What follows belongs to an exercise in optimizing a design on an open flow for small area, a short achievable clock period and few clock cycles per item; a production flow would make more cautious choices. In this exercise RTL edits were held to simulation tests only and were not proved equivalent to the original. Power figures rest on the tool's default switching activity, not on a simulated workload.

==> v10 <==
==> flow/design.v <==
module conv_arith (
    input  wire        clk,
    input  wire        rst,           
    input  wire        start,         
    output wire        ready,
    input  wire [26:0] tz_v, ti_v, tr_v,    
    input  wire [26:0] tz_i, ti_i, tr_i,    
    input  wire [3:0]  flags_in,      
    input  wire [1:0]  ref_miss,      
    input  wire [19:0] q_len,         
    input  wire [30:0] vref,          
    input  wire [31:0] shunt,         
    output reg         done,          
    output wire [31:0] v_res,
    output wire [31:0] i_res,
    output reg  [2:0]  flags          
);
    localparam [16:0] C78125 = 17'd78125;    
    localparam [5:0]  LAST   = 6'd46;
    reg        rdy;
    reg        rdy_o;             
    reg        busy;
    reg  [5:0] cnt;
    reg        ph_mul, ph_mlast, ph_x1, ph_vdiv, ph_vfin, ph_xdiv, ph_hor, ph_hlast, ph_idiv, ph_ifin;
    reg        mvb, mib;
    assign ready = rdy_o;
    wire take = rdy & start;
    wire [5:0] cnt_n  = take ? 6'd1 : (busy ? cnt + 6'd1 : 6'd0);
    wire       busy_n = take | (busy & (cnt != LAST));
    wire       mul_end = busy & (cnt == 6'd7);
    always @(posedge clk) begin
        if (rst) begin
            mvb <= 1'b0; mib <= 1'b0; rdy_o <= 1'b1;
        end else begin
            rdy_o <= (rdy_o & ~take) | (busy & (cnt == LAST));
            mvb <= take | (mvb & ~mul_end);
            mib <= take | (mib & ~mul_end);
        end
    end
    always @(posedge clk) begin
        if (rst) begin
            rdy <= 1'b1; busy <= 1'b0; cnt <= 6'd0; done <= 1'b0;
            ph_mul <= 1'b0; ph_mlast <= 1'b0; ph_x1 <= 1'b0;
            ph_vdiv <= 1'b0; ph_vfin <= 1'b0; ph_xdiv <= 1'b0; ph_hor <= 1'b0;
            ph_hlast <= 1'b0; ph_idiv <= 1'b0; ph_ifin <= 1'b0;
        end else begin
            busy     <= busy_n;
            cnt      <= cnt_n;
            rdy      <= ~busy_n;
            done     <= busy & (cnt == LAST);
            ph_mul   <= busy_n & (cnt_n >= 6'd1)  & (cnt_n <= 6'd7);
            ph_mlast <= busy_n & (cnt_n == 6'd7);
            ph_x1    <= busy_n & (cnt_n == 6'd8);
            ph_vdiv  <= busy_n & (cnt_n >= 6'd8)  & (cnt_n <= 6'd24);
            ph_vfin  <= busy_n & (cnt_n == 6'd25);
            ph_xdiv  <= busy_n & (cnt_n >= 6'd8)  & (cnt_n <= 6'd27);
            ph_hor   <= busy_n & (cnt_n >= 6'd9)  & (cnt_n <= 6'd27);
            ph_hlast <= busy_n & (cnt_n == 6'd28);
            ph_idiv  <= busy_n & (cnt_n >= 6'd29) & (cnt_n <= 6'd45);
            ph_ifin  <= busy_n & (cnt_n == LAST);
        end
    end
    reg [30:0] vref_q;            
    reg [31:0] shunt_q;
    reg        neg_v, neg_i;      
    reg [3:0]  fin_q;
    reg [1:0]  rmiss_q;
    reg [23:0] qs;                
    always @(posedge clk) begin
        if (rdy) begin
            shunt_q <= shunt;
            fin_q   <= flags_in;
            rmiss_q <= ref_miss;
        end
    end
    always @(posedge clk) begin
        if (rdy)                     qs <= {2'b00, q_len, 2'b00};
        else if (ph_mul & ~ph_mlast) qs <= {4'd0, qs[23:4]};
    end
    wire [3:0] q64c = qs[3:0];    
    function [2:0] benc;
        input b1, b0, bm, sgn;
        benc = {b1 ^ sgn, b0 ^ bm, (b1 & ~b0 & ~bm) | (~b1 & b0 & bm)};
    endfunction
    function [34:0] bpp;
        input [2:0]  bd;
        input [30:0] v;
        reg   [33:0] m;
        begin
            m   = bd[1] ? {3'b000, v} : (bd[0] ? {2'b00, v, 1'b0} : 34'd0);
            bpp = {bd[2], bd[2] ? ~m : m};
        end
    endfunction
    function [34:0] sdv;
        input [33:0] d;
        input        sub;
        sdv = {sub, sub ? ~d : d};
    endfunction
    function [4:0] sub4;
        input [3:0] a, b;
        input       bin;
        sub4 = {1'b0, a} - {1'b0, b} - {4'd0, bin};
    endfunction
    reg [31:0] rv;       
    reg [34:0] bv;       
    reg [33:0] sv;       
    reg [26:0] zv;       
    reg [27:0] dv;       
    reg [2:0]  bdv;      
    reg        ntv;      
    reg        nbv, dbv, rbv;    
    wire [4:0]  nvc = sub4(sv[7:4], zv[7:4], nbv);      
    wire [4:0]  nv1 = sub4(ti_v[3:0], tz_v[3:0], 1'b0);
    wire        ltv = ti_v < tz_v;
    wire [4:0]  dvc = sub4(dv[3:0], zv[7:4], dbv);      
    wire [4:0]  dv1 = sub4(tr_v[3:0], tz_v[3:0], 1'b0);
    wire [4:0]  rvc = sub4(dvc[3:0], q64c, rbv);
    wire [33:0] dvx = {7'd0, dv[26:0]};
    wire [30:0] vsrc = rdy ? vref : vref_q;
    wire [2:0]  bdv0 = rdy ? benc(nv1[1], nv1[0], 1'b0, ltv) : benc(nvc[1], nvc[0], ntv, neg_v);
    wire [2:0]  bdi0 = rdy ? benc(ni1[1], ni1[0], 1'b0, lti) : benc(nic[1], nic[0], nti, neg_i);
    wire [33:0] sv0 = {{2{rv[31]}}, rv} + bv[33:0] + {33'd0, bv[34]};
    wire        qv0 = ~sv0[33];
    wire [31:0] mv0 = sv0[33:2];                        
    wire [33:0] av1 = mvb ? {{2{mv0[31]}}, mv0} : {{5{sv0[28]}}, sv0[27:0], sv[33]};
    wire [34:0] ov1 = mvb ? bpp(bdv, vref_q) : sdv(dvx, qv0);
    wire [33:0] sv1 = av1 + ov1[33:0] + {33'd0, ov1[34]};
    wire        qv1 = ~sv1[33];
    wire [31:0] mv1 = sv1[33:2];
    wire [27:0] pv  = {sv1[1:0], sv0[1:0], sv[27:4]};    
    reg [33:0] ri;       
    reg [34:0] bi;
    reg [39:0] si;       
    reg [26:0] zi;       
    reg [27:0] di;
    reg [2:0]  bdi;
    reg        nti;
    reg        nbi, dbi, rbi;
    wire [54:0] y = {vref_q, zi[23:0]};    
    wire [4:0]  nic = sub4(si[7:4], zi[7:4], nbi);
    wire [4:0]  ni1 = sub4(ti_i[3:0], tz_i[3:0], 1'b0);
    wire        lti = ti_i < tz_i;
    wire [4:0]  dic = sub4(di[3:0], zi[7:4], dbi);
    wire [4:0]  di1 = sub4(tr_i[3:0], tz_i[3:0], 1'b0);
    wire [4:0]  ric = sub4(dic[3:0], q64c, rbi);
    wire [33:0] dvi = ph_xdiv ? {7'd0, di[26:0]} : {2'd0, shunt_q};
    wire [33:0] dvn = (ph_xdiv | ph_mlast) ? {7'd0, di[26:0]} : {2'd0, shunt_q};    
    wire [33:0] si0 = ri + bi[33:0] + {33'd0, bi[34]};
    wire        qi0 = ~si0[33];
    wire [31:0] mi0 = si0[33:2];
    wire [33:0] ai1 = mib ? {{2{mi0[31]}}, mi0} : {si0[32:0], si[39]};
    wire [34:0] oi1 = mib ? bpp(bdi, vref_q) : sdv(dvi, qi0);
    wire [33:0] si1 = ai1 + oi1[33:0] + {33'd0, oi1[34]};
    wire        qi1 = ~si1[33];
    wire [31:0] mi1 = si1[33:2];
    wire [27:0] pi  = {si1[1:0], si0[1:0], si[27:4]};
    wire [1:0]  hm   = ph_hlast ? ({1'b0, si[1]} + {1'b0, si[0]}) : si[1:0];
    wire [17:0] hmc  = (hm == 2'd0) ? 18'd0 : (hm == 2'd1) ? {1'b0, C78125} :
                       (hm == 2'd2) ? {C78125, 1'b0} : 18'd234375;
    wire [54:0] ysh  = ph_hlast ? {y[53:0], 1'b0} : {y[52:0], 2'b00};
    wire [18:0] ylo  = {1'b0, ysh[17:0]} + {1'b0, hmc};
    wire [36:0] yhi1 = ysh[54:18] + 37'd1;      
    wire [54:0] ynx  = {ylo[18] ? yhi1 : ysh[54:18], ylo[17:0]};
    wire        reff = rmiss_q[0] | rmiss_q[1] | rbv | dbv | rbi | dbi;
    wire [33:0] fq   = ph_vfin ? sv : si[33:0];
    wire        fng  = ph_vfin ? neg_v : neg_i;
    wire        fact = ph_vfin ? fin_q[0] : fin_q[2];
    wire        fmis = ph_vfin ? fin_q[1] : fin_q[3];
    wire [31:0] fh   = fq[32:1];
    wire        fovp = fq[33] | fq[32] | (&fq[31:0]);
    wire        fovn = fq[33] | (fq[32] & (|fq[31:0]));
    wire        fovf = fng ? fovn : fovp;
    wire [31:0] frnd = (fh + {{31{fng & ~fq[0]}}, (fng & ~fq[0]) | (~fng & fq[0])}) ^ {32{fng}};
    wire        fflg = fact | fmis | (~reff & fovf);
    wire [31:0] fres = (fact | reff)         ? 32'h8000_0000 :
                       fmis                  ? 32'h7FFF_FFFF :
                       (fovf & fng)          ? 32'h8000_0000 :
                       fovf                  ? 32'h7FFF_FFFF : frnd;
    always @(posedge clk) begin
        if (rdy | (ph_mul & ~ph_mlast)) bv <= bpp(bdv0, vsrc);
        else                              bv <= sdv(dvx, ph_mlast | qv1);
    end
    always @(posedge clk) begin
        if (rdy) begin
            rv  <= 32'd0;
            bdv <= benc(nv1[3], nv1[2], nv1[1], ltv);
            sv  <= {7'd0, ti_v};
            zv  <= tz_v;
            dv  <= {dv1[3:0], 1'b0, tr_v[26:4]};
            neg_v <= ltv;
            ntv <= nv1[3];
            nbv <= nv1[4]; dbv <= dv1[4]; rbv <= 1'b0;
        end else if (ph_mul) begin
            rv  <= ph_mlast ? {4'd0, mv1[31:4]} : mv1;
            bdv <= benc(nvc[3], nvc[2], nvc[1], neg_v);
            sv  <= ph_mlast ? {mv1[3:0], pv, 2'b00} : {6'd0, pv};
            zv  <= {4'd0, zv[26:4]};
            ntv <= nvc[3];
            nbv <= nvc[4];
            if (~ph_mlast) begin
                dv  <= {dvc[3:0], dv[27:4]};
                dbv <= dvc[4]; rbv <= rvc[4];
            end
        end else if (ph_vdiv) begin
            rv  <= {{3{sv1[28]}}, sv1[27:0], sv[32]};
            sv  <= {sv[31:0], qv0, qv1};
        end else if (ph_vfin) begin
            sv  <= {2'b00, fres};
        end
    end
    always @(posedge clk) begin
        if (rdy | (ph_mul & ~ph_mlast)) bi <= bpp(bdi0, vsrc);
        else                              bi <= sdv(dvn, ph_mlast | ph_hlast | qi1);
    end
    always @(posedge clk) begin
        if (rdy) begin
            ri  <= 34'd0;
            bdi <= benc(ni1[3], ni1[2], ni1[1], lti);
            si  <= {13'd0, ti_i};
            zi  <= tz_i;
            di  <= {di1[3:0], 1'b0, tr_i[26:4]};
            neg_i <= lti;
            nti <= ni1[3];
            nbi <= ni1[4]; dbi <= di1[4]; rbi <= 1'b0;
        end else if (ph_mul) begin
            ri  <= ph_mlast ? {21'd0, mi1[31:13]} : {{2{mi1[31]}}, mi1};
            bdi <= benc(nic[3], nic[2], nic[1], neg_i);
            si  <= ph_mlast ? {mi1[12:0], pi[27:2], 1'b0} : {12'd0, pi};
            zi  <= {4'd0, zi[26:4]};    
            nti <= nic[3];
            nbi <= nic[4];
            if (~ph_mlast) begin
                di  <= {dic[3:0], di[27:4]};
                dbi <= dic[4]; rbi <= ric[4];
            end
        end else if (ph_xdiv | ph_idiv) begin
            ri  <= {si1[32:0], si[38]};
            si  <= {si[37:0], qi0, qi1};
        end else if (ph_hlast) begin
            ri  <= {4'd0, ynx[54:25]};
            si  <= {ynx[24:0], 15'd0};
        end else if (ph_ifin) begin
            si  <= {8'd0, fres};
        end
        if (~rdy & ~ph_mul & (ph_hor | ph_hlast))
            zi  <= {3'd0, ynx[23:0]};
    end
    always @(posedge clk) begin
        if (rdy)                    vref_q <= vref;
        else if (ph_x1)             vref_q <= 31'd0;
        else if (ph_hor | ph_hlast) vref_q <= ynx[54:24];
    end
    always @(posedge clk) begin
        if (rst) flags <= 3'b000;
        else if (ph_vfin) flags[0] <= fflg;
        else if (ph_ifin) begin
            flags[1] <= fflg;
            flags[2] <= reff;
        end
    end
    assign v_res = sv[31:0];
    assign i_res = si[31:0];
endmodule
==> flow/run.sh <==
#!/bin/bash
# synth_recipe.tcl (not shown) runs the flow's synth.tcl, then flattens the netlist and writes it again
# the make line also repeats each setting of config.mk as NAME=value (left out here)
make -C /OpenROAD-flow-scripts/flow DESIGN_CONFIG=/design/flow/config.mk WORK_HOME=/design/flow/orfs CLKGATE_MAP_FILE= SYNTH_SCRIPT=/design/flow/synth_recipe.tcl finish
==> flow/config.mk <==
export PLATFORM = sky130hd
export DESIGN_NAME = conv_arith
export DESIGN_NICKNAME = conv_arith
export VERILOG_FILES = /design/flow/design.v
export SDC_FILE = /design/flow/constraint.sdc
export NUM_CORES = 4
export LEC_CHECK = 0
export ABC_AREA = 1
export CAP_MARGIN = 20
export CORE_MARGIN = 2
export CORE_UTILIZATION = 40
export SLEW_MARGIN = 20
==> flow/constraint.sdc <==
create_clock -name core_clock -period 17.0 [get_ports {clk}]
set_input_delay 3.4000 -clock core_clock [delete_from_list [all_inputs] [get_ports {clk}]]
set_output_delay 3.4000 -clock core_clock [all_outputs]
set_load 0.01 [all_outputs]
==> inputs of v27, as changes to v10 <==
==> flow/design.v, changed modules only <==
module conv_arith (
    input  wire        clk,
    input  wire        rst,           
    input  wire        start,         
    output wire        ready,
    input  wire [26:0] tz_v, ti_v, tr_v,    
    input  wire [26:0] tz_i, ti_i, tr_i,    
    input  wire [3:0]  flags_in,      
    input  wire [1:0]  ref_miss,      
    input  wire [19:0] q_len,         
    input  wire [30:0] vref,          
    input  wire [31:0] shunt,         
    output reg         done,          
    output wire [31:0] v_res,
    output wire [31:0] i_res,
    output reg  [2:0]  flags          
);
    localparam [16:0] C78125 = 17'd78125;    
    localparam [5:0]  LAST   = 6'd28;
    reg        rdy;
    reg        rdy_o;             
    reg        busy;
    reg  [5:0] cnt;
    reg        ph_mul, ph_mlast, ph_x1, ph_vdiv, ph_vfin, ph_xdiv, ph_hor, ph_hlast, ph_idiv, ph_ifin;
    reg        mvb, mib;
    assign ready = rdy_o;
    wire take = rdy & start;
    wire [5:0] cnt_n  = take ? 6'd1 : (busy ? cnt + 6'd1 : 6'd0);
    wire       busy_n = take | (busy & (cnt != LAST));
    wire       mul_end = busy & (cnt == 6'd7);
    always @(posedge clk) begin
        if (rst) begin
            mvb <= 1'b0; mib <= 1'b0; rdy_o <= 1'b1;
        end else begin
            rdy_o <= (rdy_o & ~take) | (busy & (cnt == LAST));
            mvb <= take | (mvb & ~mul_end);
            mib <= take | (mib & ~mul_end);
        end
    end
    always @(posedge clk) begin
        if (rst) begin
            rdy <= 1'b1; busy <= 1'b0; cnt <= 6'd0; done <= 1'b0;
            ph_mul <= 1'b0; ph_mlast <= 1'b0; ph_x1 <= 1'b0;
            ph_vdiv <= 1'b0; ph_vfin <= 1'b0; ph_xdiv <= 1'b0; ph_hor <= 1'b0;
            ph_hlast <= 1'b0; ph_idiv <= 1'b0; ph_ifin <= 1'b0;
        end else begin
            busy     <= busy_n;
            cnt      <= cnt_n;
            rdy      <= ~busy_n;
            done     <= busy & (cnt == LAST);
            ph_mul   <= busy_n & (cnt_n >= 6'd1)  & (cnt_n <= 6'd7);
            ph_mlast <= busy_n & (cnt_n == 6'd7);
            ph_x1    <= busy_n & (cnt_n == 6'd8);
            ph_vdiv  <= busy_n & (cnt_n >= 6'd8)  & (cnt_n <= 6'd24);
            ph_vfin  <= busy_n & (cnt_n == 6'd25);
            ph_xdiv  <= busy_n & (cnt_n >= 6'd8)  & (cnt_n <= 6'd17);
            ph_hor   <= busy_n & (cnt_n >= 6'd9)  & (cnt_n <= 6'd17);
            ph_hlast <= busy_n & (cnt_n == 6'd18);
            ph_idiv  <= busy_n & (cnt_n >= 6'd19) & (cnt_n <= 6'd27);
            ph_ifin  <= busy_n & (cnt_n == LAST);
        end
    end
    reg [30:0] vref_q;            
    reg [31:0] shunt_q;
    reg        neg_v, neg_i;      
    reg [3:0]  fin_q;
    reg [1:0]  rmiss_q;
    reg [23:0] qs;                
    always @(posedge clk) begin
        if (rdy) begin
            shunt_q <= shunt;
            fin_q   <= flags_in;
            rmiss_q <= ref_miss;
        end
    end
    always @(posedge clk) begin
        if (rdy)                     qs <= {2'b00, q_len, 2'b00};
        else if (ph_mul & ~ph_mlast) qs <= {4'd0, qs[23:4]};
    end
    wire [3:0] q64c = qs[3:0];    
    function [2:0] benc;
        input b1, b0, bm, sgn;
        benc = {b1 ^ sgn, b0 ^ bm, (b1 & ~b0 & ~bm) | (~b1 & b0 & bm)};
    endfunction
    function [34:0] bpp;
        input [2:0]  bd;
        input [30:0] v;
        reg   [33:0] m;
        begin
            m   = bd[1] ? {3'b000, v} : (bd[0] ? {2'b00, v, 1'b0} : 34'd0);
            bpp = {bd[2], bd[2] ? ~m : m};
        end
    endfunction
    function [34:0] sdv;
        input [33:0] d;
        input        sub;
        sdv = {sub, sub ? ~d : d};
    endfunction
    function [20:0] hmc_f;
        input [3:0] m;
        case (m)
            4'd0 : hmc_f = 21'd0;
            4'd1 : hmc_f = 21'd78125;
            4'd2 : hmc_f = 21'd156250;
            4'd3 : hmc_f = 21'd234375;
            4'd4 : hmc_f = 21'd312500;
            4'd5 : hmc_f = 21'd390625;
            4'd6 : hmc_f = 21'd468750;
            4'd7 : hmc_f = 21'd546875;
            4'd8 : hmc_f = 21'd625000;
            4'd9 : hmc_f = 21'd703125;
            4'd10: hmc_f = 21'd781250;
            4'd11: hmc_f = 21'd859375;
            4'd12: hmc_f = 21'd937500;
            4'd13: hmc_f = 21'd1015625;
            4'd14: hmc_f = 21'd1093750;
            4'd15: hmc_f = 21'd1171875;
        endcase
    endfunction
    function [4:0] sub4;
        input [3:0] a, b;
        input       bin;
        sub4 = {1'b0, a} - {1'b0, b} - {4'd0, bin};
    endfunction
    reg [31:0] rv;       
    reg [34:0] bv;       
    reg [33:0] sv;       
    reg [26:0] zv;       
    reg [27:0] dv;       
    reg [2:0]  bdv;      
    reg        ntv;      
    reg        nbv, dbv, rbv;    
    wire [4:0]  nvc = sub4(sv[7:4], zv[7:4], nbv);      
    wire [4:0]  nv1 = sub4(ti_v[3:0], tz_v[3:0], 1'b0);
    wire        ltv = ti_v < tz_v;
    wire [4:0]  dvc = sub4(dv[3:0], zv[7:4], dbv);      
    wire [4:0]  dv1 = sub4(tr_v[3:0], tz_v[3:0], 1'b0);
    wire [4:0]  rvc = sub4(dvc[3:0], q64c, rbv);
    wire [33:0] dvx = {7'd0, dv[26:0]};
    wire [33:0] sv0 = {{2{rv[31]}}, rv} + bv[33:0] + {33'd0, bv[34]};
    wire        qv0 = ~sv0[33];
    wire [31:0] mv0 = sv0[33:2];                        
    wire [33:0] av1 = mvb ? {{2{mv0[31]}}, mv0} : {{5{sv0[28]}}, sv0[27:0], sv[33]};
    wire [34:0] ov1 = mvb ? bpp(bdv, vref_q) : sdv(dvx, qv0);
    wire [33:0] sv1 = av1 + ov1[33:0] + {33'd0, ov1[34]};
    wire        qv1 = ~sv1[33];
    wire [31:0] mv1 = sv1[33:2];
    wire [27:0] pv  = {sv1[1:0], sv0[1:0], sv[27:4]};    
    reg [33:0] ri;       
    reg [35:0] bi;       
    reg [39:0] si;       
    reg [26:0] zi;       
    reg [31:0] di;       
    reg [2:0]  bdi;
    reg        nti;
    reg        nbi, dbi, rbi;
    wire [54:0] y = {vref_q, zi[23:0]};    
    wire [4:0]  nic = sub4(si[7:4], zi[7:4], nbi);
    wire [4:0]  ni1 = sub4(ti_i[3:0], tz_i[3:0], 1'b0);
    wire        lti = ti_i < tz_i;
    wire [4:0]  dic = sub4(di[3:0], zi[7:4], dbi);
    wire [4:0]  di1 = sub4(tr_i[3:0], tz_i[3:0], 1'b0);
    wire [4:0]  ric = sub4(dic[3:0], q64c, rbi);
    wire [33:0] dvn = ph_mlast ? {7'd0, di[26:0]} : {2'd0, shunt_q};
    reg  [33:0] d3i;     
    wire [34:0] nd1 = ~{3'b0, di};
    wire [34:0] nd2 = ~{2'b0, di, 1'b0};
    wire [34:0] nd3 = ~{1'b0, d3i};
    wire [30:0] vsrc = rdy ? vref : vref_q;
    wire [2:0]  bdv0 = rdy ? benc(nv1[1], nv1[0], 1'b0, ltv) : benc(nvc[1], nvc[0], ntv, neg_v);
    wire [2:0]  bdi0 = rdy ? benc(ni1[1], ni1[0], 1'b0, lti) : benc(nic[1], nic[0], nti, neg_i);
    function [33:0] rsel;
        input [33:0] w;
        input [34:0] t1, t2, t3;
        begin
            if (~t3[34])      rsel = {2'd3, t3[31:0]};
            else if (~t2[34]) rsel = {2'd2, t2[31:0]};
            else if (~t1[34]) rsel = {2'd1, t1[31:0]};
            else              rsel = {2'd0, w[31:0]};
        end
    endfunction
    wire [34:0] si0 = {1'b0, ri} + bi[34:0] + {34'd0, bi[35]};
    wire [34:0] t12 = {1'b0, ri} + nd2 + 35'd1;
    wire [34:0] t13 = {1'b0, ri} + nd3 + 35'd1;
    wire [33:0] k1  = rsel(ri, si0, t12, t13);
    wire [31:0] mi0 = si0[33:2];
    wire [33:0] w2  = {k1[31:0], si[39:38]};
    wire [34:0] bpi = bpp(bdi, vref_q);
    wire [34:0] ai1 = mib ? {1'b0, {2{mi0[31]}}, mi0} : {1'b0, w2};
    wire [35:0] oi1 = mib ? {bpi[34], 1'b0, bpi[33:0]} : {1'b1, nd1};
    wire [34:0] si1 = ai1 + oi1[34:0] + {34'd0, oi1[35]};
    wire [34:0] t22 = {1'b0, w2} + nd2 + 35'd1;
    wire [34:0] t23 = {1'b0, w2} + nd3 + 35'd1;
    wire [33:0] k2  = rsel(w2, si1, t22, t23);
    wire [31:0] mi1 = si1[33:2];
    wire [27:0] pi  = {si1[1:0], si0[1:0], si[27:4]};
    wire [3:0]  hm   = ph_hlast ? ({1'b0, si[3:1]} + {3'd0, si[0]}) : si[3:0];
    wire [20:0] hmc  = hmc_f(hm);
    wire [54:0] ysh  = ph_hlast ? {y[51:0], 3'b000} : {y[50:0], 4'b0000};
    wire [21:0] ylo  = {1'b0, ysh[20:0]} + {1'b0, hmc};
    wire [33:0] yhi1 = ysh[54:21] + 34'd1;      
    wire [54:0] ynx  = {ylo[21] ? yhi1 : ysh[54:21], ylo[20:0]};
    wire        reff = rmiss_q[0] | rmiss_q[1] | rbv | dbv | rbi | dbi;
    wire [33:0] fq   = ph_vfin ? sv : {si[35] | si[34] | si[33], si[32:0]};
    wire        fng  = ph_vfin ? neg_v : neg_i;
    wire        fact = ph_vfin ? fin_q[0] : fin_q[2];
    wire        fmis = ph_vfin ? fin_q[1] : fin_q[3];
    wire [31:0] fh   = fq[32:1];
    wire        fovp = fq[33] | fq[32] | (&fq[31:0]);
    wire        fovn = fq[33] | (fq[32] & (|fq[31:0]));
    wire        fovf = fng ? fovn : fovp;
    wire [31:0] frnd = (fh + {{31{fng & ~fq[0]}}, (fng & ~fq[0]) | (~fng & fq[0])}) ^ {32{fng}};
    wire        fflg = fact | fmis | (~reff & fovf);
    wire [31:0] fres = (fact | reff)         ? 32'h8000_0000 :
                       fmis                  ? 32'h7FFF_FFFF :
                       (fovf & fng)          ? 32'h8000_0000 :
                       fovf                  ? 32'h7FFF_FFFF : frnd;
    always @(posedge clk) begin
        if (rdy | (ph_mul & ~ph_mlast)) bv <= bpp(bdv0, vsrc);
        else                              bv <= sdv(dvx, ph_mlast | qv1);
    end
    always @(posedge clk) begin
        if (rdy) begin
            rv  <= 32'd0;
            bdv <= benc(nv1[3], nv1[2], nv1[1], ltv);
            sv  <= {7'd0, ti_v};
            zv  <= tz_v;
            dv  <= {dv1[3:0], 1'b0, tr_v[26:4]};
            neg_v <= ltv;
            ntv <= nv1[3];
            nbv <= nv1[4]; dbv <= dv1[4]; rbv <= 1'b0;
        end else if (ph_mul) begin
            rv  <= ph_mlast ? {4'd0, mv1[31:4]} : mv1;
            bdv <= benc(nvc[3], nvc[2], nvc[1], neg_v);
            sv  <= ph_mlast ? {mv1[3:0], pv, 2'b00} : {6'd0, pv};
            zv  <= {4'd0, zv[26:4]};
            ntv <= nvc[3];
            nbv <= nvc[4];
            if (~ph_mlast) begin
                dv  <= {dvc[3:0], dv[27:4]};
                dbv <= dvc[4]; rbv <= rvc[4];
            end
        end else if (ph_vdiv) begin
            rv  <= {{3{sv1[28]}}, sv1[27:0], sv[32]};
            sv  <= {sv[31:0], qv0, qv1};
        end else if (ph_vfin) begin
            sv  <= {2'b00, fres};
        end
    end
    wire [34:0] bpi0 = bpp(bdi0, vsrc);
    always @(posedge clk) begin
        if (rdy | (ph_mul & ~ph_mlast)) bi <= {bpi0[34], 1'b0, bpi0[33:0]};
        else if (ph_mlast | ph_hlast)    bi <= {1'b1, ~{1'b0, dvn}};
    end
    always @(posedge clk) begin
        if (ph_mlast | ph_hlast) d3i <= dvn + {dvn[32:0], 1'b0};
    end
    always @(posedge clk) begin
        if (rdy) begin
            ri  <= 34'd0;
            bdi <= benc(ni1[3], ni1[2], ni1[1], lti);
            si  <= {13'd0, ti_i};
            zi  <= tz_i;
            di  <= {4'd0, di1[3:0], 1'b0, tr_i[26:4]};
            neg_i <= lti;
            nti <= ni1[3];
            nbi <= ni1[4]; dbi <= di1[4]; rbi <= 1'b0;
        end else if (ph_mul) begin
            ri  <= ph_mlast ? {14'd0, mi1[31:12]} : {{2{mi1[31]}}, mi1};
            bdi <= benc(nic[3], nic[2], nic[1], neg_i);
            si  <= ph_mlast ? {mi1[11:0], pi[27:2], 2'b00} : {12'd0, pi};
            zi  <= {4'd0, zi[26:4]};    
            nti <= nic[3];
            nbi <= nic[4];
            if (~ph_mlast) begin
                di  <= {4'd0, dic[3:0], di[27:4]};
                dbi <= dic[4]; rbi <= ric[4];
            end
        end else if (ph_xdiv | ph_idiv) begin
            ri  <= {k2[31:0], si[37:36]};
            si  <= {si[35:0], k1[33:32], k2[33:32]};
        end else if (ph_hlast) begin
            ri  <= {5'd0, ynx[54:26]};
            si  <= {ynx[25:0], 14'd0};
            di  <= shunt_q;
        end else if (ph_ifin) begin
            si  <= {8'd0, fres};
        end
        if (~rdy & ~ph_mul & (ph_hor | ph_hlast))
            zi  <= {3'd0, ynx[23:0]};
    end
    always @(posedge clk) begin
        if (rdy)                    vref_q <= vref;
        else if (ph_x1)             vref_q <= 31'd0;
        else if (ph_hor | ph_hlast) vref_q <= ynx[54:24];
    end
    always @(posedge clk) begin
        if (rst) flags <= 3'b000;
        else if (ph_vfin) flags[0] <= fflg;
        else if (ph_ifin) begin
            flags[1] <= fflg;
            flags[2] <= reff;
        end
    end
    assign v_res = sv[31:0];
    assign i_res = si[31:0];
endmodule
- CAP_MARGIN: 20 -> 50
- CELL_PAD_IN_SITES_DETAIL_PLACEMENT: unset -> 0
- CELL_PAD_IN_SITES_GLOBAL_PLACEMENT: unset -> 0
- PLACE_DENSITY: unset -> 0.7
- SLEW_MARGIN: 20 -> 75
==> summary.txt <==
Arrival time at the worst endpoint: v27 7.58 ns; v10 7.25 ns
Non-clock inverters: v27 971; v10 788
Reg power frac: v27 16.4%; v10 17.1%
Detail Route met3 WL: v27 27000 µm; v10 18700 µm
Hold Path End: v27 q64c[1]; v10 q64c[0]
Overall die width: v27 368 µm; v10 332 µm
Power Density: v27 157 nW/µm²; v10 187 nW/µm²
Peak supply drop: v27 0.105 mV; v10 0.147 mV
Total clock buffers created by CTS: v27 67; v10 57
Unique cell type count in the Yosys netlist: v27 68; v10 61
Fraction of synthesized area in multiplexers: v27 0.0378%; v10 0.139%
Global-route met2 utilization: v27 56.1%; v10 53.0%
Transition time at the pin with the least slew margin: v27 0.437 ns; v10 1.08 ns
Number of buffer and inverter stages on the critical path: v27 11; v10 4
Combined area of the multi-input logic cells: v27 37100 µm²; v10 27000 µm²
Run status: v27 finished clean; v10 finished clean
Vias after detailed routing: v27 58.9k; v10 46.9k
Initial Util: v27 40.3%; v10 40.3%
Number of stages on the worst setup path: v27 43; v10 29
Floorplan Core Area: v27 131000 µm²; v10 107000 µm²
Testbench counts of v10, summed over its fixed seeds: cycles 75,200, items 1,600.
Testbench counts of v27, summed over its fixed seeds: cycles 46,400, items 1,600.

-- static timing again, ports no longer ideal --
Ports are ideal in the flow. The routed layouts listed here were re-timed in OpenROAD. Step 1 (the two cells are an assumption about what drives the block):
set clk [get_ports {clk}]
set_driving_cell -lib_cell sky130_fd_sc_hd__clkbuf_16 $clk
set_driving_cell -lib_cell sky130_fd_sc_hd__buf_2 [delete_from_list [all_inputs] $clk]
Step 2 also shifts input and output timing later by t, the mid clock arrival at the registers, as if the neighbouring blocks saw the same clock. Three values: ideal ports, drivers, drivers and shift; two values: the first two.
run	t (ns)	setup slack, ns	pins driven straight from the clock port
v10	0.753	10.314 / 10.314 / 9.671	1
v27	0.751	9.963 / 9.963 / 9.963	1
After both steps every run listed still meets setup and hold. The setup slack of v10, which loses most, moves by 0.000 ns with the drivers and by -0.643 ns with both steps.
